From an optimization exercise on the open Yosys and OpenROAD flow, aimed at small area, a short achievable clock period and few clock cycles per item; shortcuts taken in it are not production practice. Only simulation tests tie the RTL to the original design; equivalence was not proved.

==> run P: inputs <==
Design mpg_plan, start of the top module:
module mpg_plan (
    input             clk,
    input             rst,
    input             start,
    input             setpos,
    input      [31:0] target,
    input      [31:0] cmd,
    input      [31:0] vstart,
    input      [31:0] a1,
    input      [31:0] vswitch,
    input      [31:0] a2,
    input      [31:0] vmax,
    input      [31:0] d2,
    input      [31:0] d1,
    input      [31:0] vstop,
    input      [31:0] soft_min,
    input      [31:0] soft_max,
    output            ready,
    output reg        done,
    output     [31:0] pos_o,
    output     [31:0] vel_o,
    output     [31:0] frac_o,
    output     [31:0] acc_o,
    output     [31:0] vlim_o,
    output     [31:0] flags_o,
    output     [31:0] dist_o,
    output            sat_o
);
make LEC_CHECK=0 CAP_MARGIN=20 CORE_MARGIN=2 CORE_UTILIZATION=25 PLACE_DENSITY=0.45 SLEW_MARGIN=20 finish   # period 20.0 ns
run.sh (not shown) runs the stock make flow with config.mk's settings and CLKGATE_MAP_FILE= SYNTH_SCRIPT=/design/flow/synth_recipe.tcl, a recipe that flattens the netlist after the stock synthesis.
==> run Z (differences from run P) <==
--- a/flow/design.v
+++ b/flow/design.v
@@ -162,14 +162,20 @@
     wire        t_lo = tgt_f < smin_f;
     wire        t_hi = tgt_f > smax_f;
     wire [31:0] plan_t = !clamp_on ? r_tgt : t_lo ? r_smin : t_hi ? r_smax : r_tgt;
     wire        tgt_clamp = clamp_on && (t_lo || t_hi);
     wire        pp_tgt = (r_sel == 3'd1);
     wire [31:0] pt     = pp_tgt ? plan_t : lim_t;
-    wire [55:0] pd     = {pt, 24'd0} - p;
-    wire        pd_zero = (pd == 56'd0);
+    wire        fr_nz  = (frac != 24'd0);
+    wire [31:0] pd_tg  = r_tgt - pos_w - {31'd0, fr_nz};
+    wire [31:0] pd_mn  = r_smin - pos_w - {31'd0, fr_nz};
+    wire [31:0] pd_mx  = r_smax - pos_w - {31'd0, fr_nz};
+    wire [31:0] pd_hi  = pp_tgt ? (!clamp_on ? pd_tg : t_lo ? pd_mn : t_hi ? pd_mx : pd_tg) :
+                                  (ss_neg ? pd_mn : pd_mx);
+    wire [55:0] pd     = {pd_hi, 24'd0 - frac};
+    wire        pd_zero = !fr_nz && (pd_hi == 32'd0);
     wire        pd_neg  = pd[55];
     wire        dl_out  = pd_zero || (ss_neg ? !pd_neg : pd_neg);
     wire        w_same  = !w_in_zero && (w_sgn == ss_neg);
     wire        vp_wz  = w_in_zero || (r_soft && dl_out && w_same);
     wire        vp_wn  = !vp_wz && w_sgn;
     wire        vp_neg = v_zero ? vp_wn : v_neg;
@@ -314,18 +320,20 @@
                          {3'b111, ~c_tw} + {3'b111, ~c_t0} +
                          {58'd0, 3'd4} + {60'd0, ppn_r} + {60'd0, c_par};
     wire        ok_c   = !c_ovf && !(c_hi && tw0_ovf) && !cmpd[60];
     wire        need_cru = (cand_cru != cand_acc) && (cand_cru != cand_alt);
     wire [35:0] ret_top  = (jret == 2'd1) ? cand_acc : cand_cru;
     reg         spec;
-    wire        ok_a    = spec || ok_acc;
+    wire        cmp_a   = (st == S_CMP) && (jsel == 2'd1);
+    wire        ok_a    = spec || ok_acc || cmp_a;
     wire        pp_zero = rest_r || arr_r;
     wire [35:0] pp_un  = pp_zero ? 36'd0 : ok_a ? cand_acc : ok_cru ? cand_cru : cand_alt;
+    wire        le_acc_c = (cand_acc <= vp_un);
     reg         le_acc, le_cru, le_alt;
     always @(posedge clk) begin
-        le_acc <= (cand_acc <= vp_un);
+        le_acc <= le_acc_c;
         le_cru <= (cand_cru <= vp_un);
         le_alt <= (cand_alt <= vp_un);
     end
     wire        sp_le  = pp_zero || (ok_a ? le_acc : ok_cru ? le_cru : le_alt);
     wire        sp_pos = !ssz_r && sp_le;
     wire        pp_sel = !r_freeze && (r_sel == 3'd1 || (softv && sp_pos));
@@ -368,14 +376,16 @@
     wire [37:0] dv    = (vneg ? ~un38 : un38) + ~{{2{v[35]}}, v} + {36'd0, vneg, !vneg};
     wire        dv_hi = !dv[37] && (dv[36:31] != 6'd0);
     wire        dv_lo = dv[37] && (dv[36:31] != 6'h3F);
     wire        dv_pos = !dv[37] && (dv != 38'd0);
     wire [31:0] acc_w = dv_hi ? 32'h7FFF_FFFF : dv_lo ? 32'h8000_0000 : dv[31:0];
     wire        rnd   = (un[7:0] != 8'd0) && (dv_pos != vneg);
-    wire [31:0] lim_w = frz ? 32'd0 :
-                        ({4'd0, un[35:8]} ^ {32{vneg}}) + {31'd0, vneg ^ rnd};
+    wire [31:0] lim_b = {4'd0, un[35:8]} ^ {32{vneg}};
+    wire [31:0] lim_0 = lim_b + {31'd0, vneg};
+    wire [31:0] lim_1 = lim_b + {31'd0, !vneg};
+    wire [31:0] lim_w = frz ? 32'd0 : rnd ? lim_1 : lim_0;
     wire [36:0] nb37  = {1'b0, un} ^ {37{vneg}};
     wire        hcar  = (v[0] & nb37[0]) | (v[0] & vneg) | (nb37[0] & vneg);
     wire [55:0] p_adv = p + {{21{v[35]}}, v[35:1]} + {{20{nb37[36]}}, nb37[36:1]} +
                         {55'd0, hcar};
     wire [31:0] st_c  = frz ? pos_w : pt;
     wire [55:0] p_nx  = snap ? {st_c, 24'd0} : p_adv;
@@ -454,24 +464,24 @@
                     end
                     if (skip_pre) begin
                         ok_acc <= 1'b0;
                         ok_cru <= 1'b0;
                         jsel   <= 2'd1;
                         top    <= acc_c;
-                        spec   <= need_pp && !softv;
+                        spec   <= need_pp;
                         st     <= need_pp ? S_SETUP : wait_pp ? S_WAIT : S_PLAN;
                     end else
                         st <= S_PRE;
                 end
             end
             S_PRE: begin
                 ok_acc <= 1'b0;
                 ok_cru <= 1'b0;
                 jsel   <= 2'd1;
                 top    <= acc_c;
-                spec   <= need_pp && !softv;
+                spec   <= need_pp;
                 st     <= need_pp ? S_SETUP : wait_pp ? S_WAIT : S_PLAN;
             end
             S_SETUP: begin
                 spec <= 1'b0;
                 jhi  <= s_hi;
                 t1   <= s_t1;
@@ -488,13 +498,13 @@
                     tw0_ok  <= 1'b1;
                     jsel    <= jret;
                     top     <= ret_top;
                 end else if (jsel != 2'd0 && (!s_jv || s_hit)) begin
                     if (jsel == 2'd1) begin
                         ok_acc <= ok_c;
-                        if (ok_c && spec) begin
+                        if (ok_c && spec && (!softv || le_acc == le_acc_c)) begin
                             p    <= p_nx;
                             v    <= v_nx;
                             u    <= u_nx;
                             done <= 1'b1;
                             st   <= S_IDLE;
                         end else if (!ok_c && need_cru) begin
@@ -544,13 +554,19 @@
                     end
                 end
             end
             S_CMP: begin
                 if (jsel == 2'd1) begin
                     ok_acc <= ok_c;
-                    if (!ok_c && need_cru) begin
+                    if (ok_c) begin
+                        p    <= p_nx;
+                        v    <= v_nx;
+                        u    <= u_nx;
+                        done <= 1'b1;
+                        st   <= S_IDLE;
+                    end else if (need_cru) begin
                         jsel <= 2'd2;
                         top  <= cand_cru;
                         st   <= S_SETUP;
                     end else
                         st <= S_PLAN;
                 end else begin
CORE_UTILIZATION = 45   (was 25)
PLACE_DENSITY = 0.6   (was 0.45)
==> run K (differences from run P) <==
--- a/flow/design.v
+++ b/flow/design.v
@@ -314,13 +314,14 @@
                          {3'b111, ~c_tw} + {3'b111, ~c_t0} +
                          {58'd0, 3'd4} + {60'd0, ppn_r} + {60'd0, c_par};
     wire        ok_c   = !c_ovf && !(c_hi && tw0_ovf) && !cmpd[60];
     wire        need_cru = (cand_cru != cand_acc) && (cand_cru != cand_alt);
     wire [35:0] ret_top  = (jret == 2'd1) ? cand_acc : cand_cru;
     reg         spec;
-    wire        ok_a    = spec || ok_acc;
+    wire        cmp_a   = (st == S_CMP) && (jsel == 2'd1);
+    wire        ok_a    = spec || ok_acc || cmp_a;
     wire        pp_zero = rest_r || arr_r;
     wire [35:0] pp_un  = pp_zero ? 36'd0 : ok_a ? cand_acc : ok_cru ? cand_cru : cand_alt;
     reg         le_acc, le_cru, le_alt;
     always @(posedge clk) begin
         le_acc <= (cand_acc <= vp_un);
         le_cru <= (cand_cru <= vp_un);
@@ -544,13 +545,19 @@
                     end
                 end
             end
             S_CMP: begin
                 if (jsel == 2'd1) begin
                     ok_acc <= ok_c;
-                    if (!ok_c && need_cru) begin
+                    if (ok_c) begin
+                        p    <= p_nx;
+                        v    <= v_nx;
+                        u    <= u_nx;
+                        done <= 1'b1;
+                        st   <= S_IDLE;
+                    end else if (need_cru) begin
                         jsel <= 2'd2;
                         top  <= cand_cru;
                         st   <= S_SETUP;
                     end else
                         st <= S_PLAN;
                 end else begin
==> run C (differences from run P) <==
--- a/flow/design.v
+++ b/flow/design.v
@@ -162,14 +162,20 @@
     wire        t_lo = tgt_f < smin_f;
     wire        t_hi = tgt_f > smax_f;
     wire [31:0] plan_t = !clamp_on ? r_tgt : t_lo ? r_smin : t_hi ? r_smax : r_tgt;
     wire        tgt_clamp = clamp_on && (t_lo || t_hi);
     wire        pp_tgt = (r_sel == 3'd1);
     wire [31:0] pt     = pp_tgt ? plan_t : lim_t;
-    wire [55:0] pd     = {pt, 24'd0} - p;
-    wire        pd_zero = (pd == 56'd0);
+    wire        fr_nz  = (frac != 24'd0);
+    wire [31:0] pd_tg  = r_tgt - pos_w - {31'd0, fr_nz};
+    wire [31:0] pd_mn  = r_smin - pos_w - {31'd0, fr_nz};
+    wire [31:0] pd_mx  = r_smax - pos_w - {31'd0, fr_nz};
+    wire [31:0] pd_hi  = pp_tgt ? (!clamp_on ? pd_tg : t_lo ? pd_mn : t_hi ? pd_mx : pd_tg) :
+                                  (ss_neg ? pd_mn : pd_mx);
+    wire [55:0] pd     = {pd_hi, 24'd0 - frac};
+    wire        pd_zero = !fr_nz && (pd_hi == 32'd0);
     wire        pd_neg  = pd[55];
     wire        dl_out  = pd_zero || (ss_neg ? !pd_neg : pd_neg);
     wire        w_same  = !w_in_zero && (w_sgn == ss_neg);
     wire        vp_wz  = w_in_zero || (r_soft && dl_out && w_same);
     wire        vp_wn  = !vp_wz && w_sgn;
     wire        vp_neg = v_zero ? vp_wn : v_neg;
@@ -314,18 +320,20 @@
                          {3'b111, ~c_tw} + {3'b111, ~c_t0} +
                          {58'd0, 3'd4} + {60'd0, ppn_r} + {60'd0, c_par};
     wire        ok_c   = !c_ovf && !(c_hi && tw0_ovf) && !cmpd[60];
     wire        need_cru = (cand_cru != cand_acc) && (cand_cru != cand_alt);
     wire [35:0] ret_top  = (jret == 2'd1) ? cand_acc : cand_cru;
     reg         spec;
-    wire        ok_a    = spec || ok_acc;
+    wire        cmp_a   = (st == S_CMP) && (jsel == 2'd1);
+    wire        ok_a    = spec || ok_acc || cmp_a;
     wire        pp_zero = rest_r || arr_r;
     wire [35:0] pp_un  = pp_zero ? 36'd0 : ok_a ? cand_acc : ok_cru ? cand_cru : cand_alt;
+    wire        le_acc_c = (cand_acc <= vp_un);
     reg         le_acc, le_cru, le_alt;
     always @(posedge clk) begin
-        le_acc <= (cand_acc <= vp_un);
+        le_acc <= le_acc_c;
         le_cru <= (cand_cru <= vp_un);
         le_alt <= (cand_alt <= vp_un);
     end
     wire        sp_le  = pp_zero || (ok_a ? le_acc : ok_cru ? le_cru : le_alt);
     wire        sp_pos = !ssz_r && sp_le;
     wire        pp_sel = !r_freeze && (r_sel == 3'd1 || (softv && sp_pos));
@@ -368,14 +376,16 @@
     wire [37:0] dv    = (vneg ? ~un38 : un38) + ~{{2{v[35]}}, v} + {36'd0, vneg, !vneg};
     wire        dv_hi = !dv[37] && (dv[36:31] != 6'd0);
     wire        dv_lo = dv[37] && (dv[36:31] != 6'h3F);
     wire        dv_pos = !dv[37] && (dv != 38'd0);
     wire [31:0] acc_w = dv_hi ? 32'h7FFF_FFFF : dv_lo ? 32'h8000_0000 : dv[31:0];
     wire        rnd   = (un[7:0] != 8'd0) && (dv_pos != vneg);
-    wire [31:0] lim_w = frz ? 32'd0 :
-                        ({4'd0, un[35:8]} ^ {32{vneg}}) + {31'd0, vneg ^ rnd};
+    wire [31:0] lim_b = {4'd0, un[35:8]} ^ {32{vneg}};
+    wire [31:0] lim_0 = lim_b + {31'd0, vneg};
+    wire [31:0] lim_1 = lim_b + {31'd0, !vneg};
+    wire [31:0] lim_w = frz ? 32'd0 : rnd ? lim_1 : lim_0;
     wire [36:0] nb37  = {1'b0, un} ^ {37{vneg}};
     wire        hcar  = (v[0] & nb37[0]) | (v[0] & vneg) | (nb37[0] & vneg);
     wire [55:0] p_adv = p + {{21{v[35]}}, v[35:1]} + {{20{nb37[36]}}, nb37[36:1]} +
                         {55'd0, hcar};
     wire [31:0] st_c  = frz ? pos_w : pt;
     wire [55:0] p_nx  = snap ? {st_c, 24'd0} : p_adv;
@@ -454,24 +464,24 @@
                     end
                     if (skip_pre) begin
                         ok_acc <= 1'b0;
                         ok_cru <= 1'b0;
                         jsel   <= 2'd1;
                         top    <= acc_c;
-                        spec   <= need_pp && !softv;
+                        spec   <= need_pp;
                         st     <= need_pp ? S_SETUP : wait_pp ? S_WAIT : S_PLAN;
                     end else
                         st <= S_PRE;
                 end
             end
             S_PRE: begin
                 ok_acc <= 1'b0;
                 ok_cru <= 1'b0;
                 jsel   <= 2'd1;
                 top    <= acc_c;
-                spec   <= need_pp && !softv;
+                spec   <= need_pp;
                 st     <= need_pp ? S_SETUP : wait_pp ? S_WAIT : S_PLAN;
             end
             S_SETUP: begin
                 spec <= 1'b0;
                 jhi  <= s_hi;
                 t1   <= s_t1;
@@ -488,13 +498,13 @@
                     tw0_ok  <= 1'b1;
                     jsel    <= jret;
                     top     <= ret_top;
                 end else if (jsel != 2'd0 && (!s_jv || s_hit)) begin
                     if (jsel == 2'd1) begin
                         ok_acc <= ok_c;
-                        if (ok_c && spec) begin
+                        if (ok_c && spec && (!softv || le_acc == le_acc_c)) begin
                             p    <= p_nx;
                             v    <= v_nx;
                             u    <= u_nx;
                             done <= 1'b1;
                             st   <= S_IDLE;
                         end else if (!ok_c && need_cru) begin
@@ -544,13 +554,19 @@
                     end
                 end
             end
             S_CMP: begin
                 if (jsel == 2'd1) begin
                     ok_acc <= ok_c;
-                    if (!ok_c && need_cru) begin
+                    if (ok_c) begin
+                        p    <= p_nx;
+                        v    <= v_nx;
+                        u    <= u_nx;
+                        done <= 1'b1;
+                        st   <= S_IDLE;
+                    end else if (need_cru) begin
                         jsel <= 2'd2;
                         top  <= cand_cru;
                         st   <= S_SETUP;
                     end else
                         st <= S_PLAN;
                 end else begin
==> results by group <==
Yosys
  – Mapped Cells: about 18000
  – Sequential fraction of the synthesis area: 20.8%
  – Synth cell count leaders: 2011 x inv_1, 1894 x ha_1, 1552 x nand2_1

Finish
  – Fillers: 65200
  – Post-Layout Cell Count: between 20000 and 30000
  – # diodes: 73

Global route
  – Met1 usage in global routing: between 30% and 40%

Floorplan
  – Core Box Area: about 600000 sq um

STA
  – Fmax: just over 0.08 GHz
  – Hold_ws: 470 ps

Setup path
  – CP delay by family, top: simple AND/OR/NAND/NOR gates
  – Crit-path slowest cell: o211ai_1

Clock tree
  – Num CTS Buffers: 164

Outcome
  – Status: complete, no violations
# the run above: run K

==> results by group <==
Yosys
  – Mapped Cells: between 15000 and 20000
  – Synth cell count leaders: 2241 x inv_1, 2034 x ha_1, 1424 x nand2_1

Finish
  – Fillers: around 66000

Setup path
  – Crit-path slowest cell: a21oi_1
  – CP delay by family, top: compound AO/OA/AOI/OAI gates

Outcome
  – Status: complete, no violations

Global route
  – Met1 usage in global routing: 35.1%

Floorplan
  – Core Box Area: ~610000 sq um

Clock tree
  – Num CTS Buffers: between 150 and 200

STA
  – Hold_ws: around 450 ps
# the run above: run C

==> results by group <==
Yosys
  – Synth cell count leaders: 2241 x inv_1, 2034 x ha_1, 1424 x nand2_1
  – Mapped Cells: approximately 18000
  – Sequential fraction of the synthesis area: roughly a fifth

Detailed routing
  – Met1 WL: around 310 mm

Floorplan
  – Core Box Area: 340000 sq um

Global route
  – Met1 usage in global routing: 56.6%
  – Most Used Layer, Global Route: met2

Setup path
  – CP delay by family, top: compound AO/OA/AOI/OAI gates
  – Crit-path slowest cell: nor3_1

Finish
  – Fillers: roughly 33000
  – Post-Layout Cell Count: 23700

Outcome
  – Status: complete, no violations

Min path
  – Hold Crit Depth: 0

Clock tree
  – Num CTS Buffers: 162

STA
  – Fmax: approximately 0.081 GHz
  – Hold_ws: around 340 ps
# the run above: run Z

==> results by group <==
Outcome
  – Status: complete, no violations

Floorplan
  – Core Box Area: 597000 sq um

Yosys
  – Sequential fraction of the synthesis area: 21.0%
  – Synth cell count leaders: 2067 x inv_1, 1891 x ha_1, 1573 x nand2_1
  – Mapped Cells: 17700

STA
  – Hold_ws: 439 ps

Finish
  – Post-Layout Cell Count: roughly 27000

Setup path
  – CP delay by family, top: compound AO/OA/AOI/OAI gates
# the run above: run P

Testbench counts of run P, summed over its fixed seeds: cycles 80,714, frames 24,000.
Testbench counts of run Z, summed over its fixed seeds: cycles 74,244, frames 24,000.
Testbench counts of run K, summed over its fixed seeds: cycles 78,024, frames 24,000.
Testbench counts of run C, summed over its fixed seeds: cycles 74,244, frames 24,000.

re-timing with driven ports:
How much do the figures lean on ideal ports? The routed layouts below were timed once more, with nothing changed but the port constraints. Step 1 assumes that a clkbuf_16 drives the clock port and a buf_2 every other input. Step 2 moves the port delays by t, midway between the first and last clock arrival at a register: inputs arrive t later, outputs are due t later. That takes back most of the time a late clock gives input paths. Slacks: no drivers / after step 1 / after step 2; pairs: no drivers / after step 1.
run | t, ns | slack for setup (ns) | worst setup path at the end | worst slew at a driven data input, ns | cell pins on the clock port's net
run P | 1.069 | 7.310 / 7.310 / 7.310 | register to register | 0.34 | 1
run Z | 1.032 | 7.608 / 7.608 / 7.608 | register to register | 0.28 | 1
run K | 1.062 | 7.602 / 7.602 / 7.602 | register to register | 0.35 | 1
run C | 1.073 | 6.967 / 6.967 / 6.967 | register to register | 0.52 | 1
After both steps setup and hold are still met in every run listed.
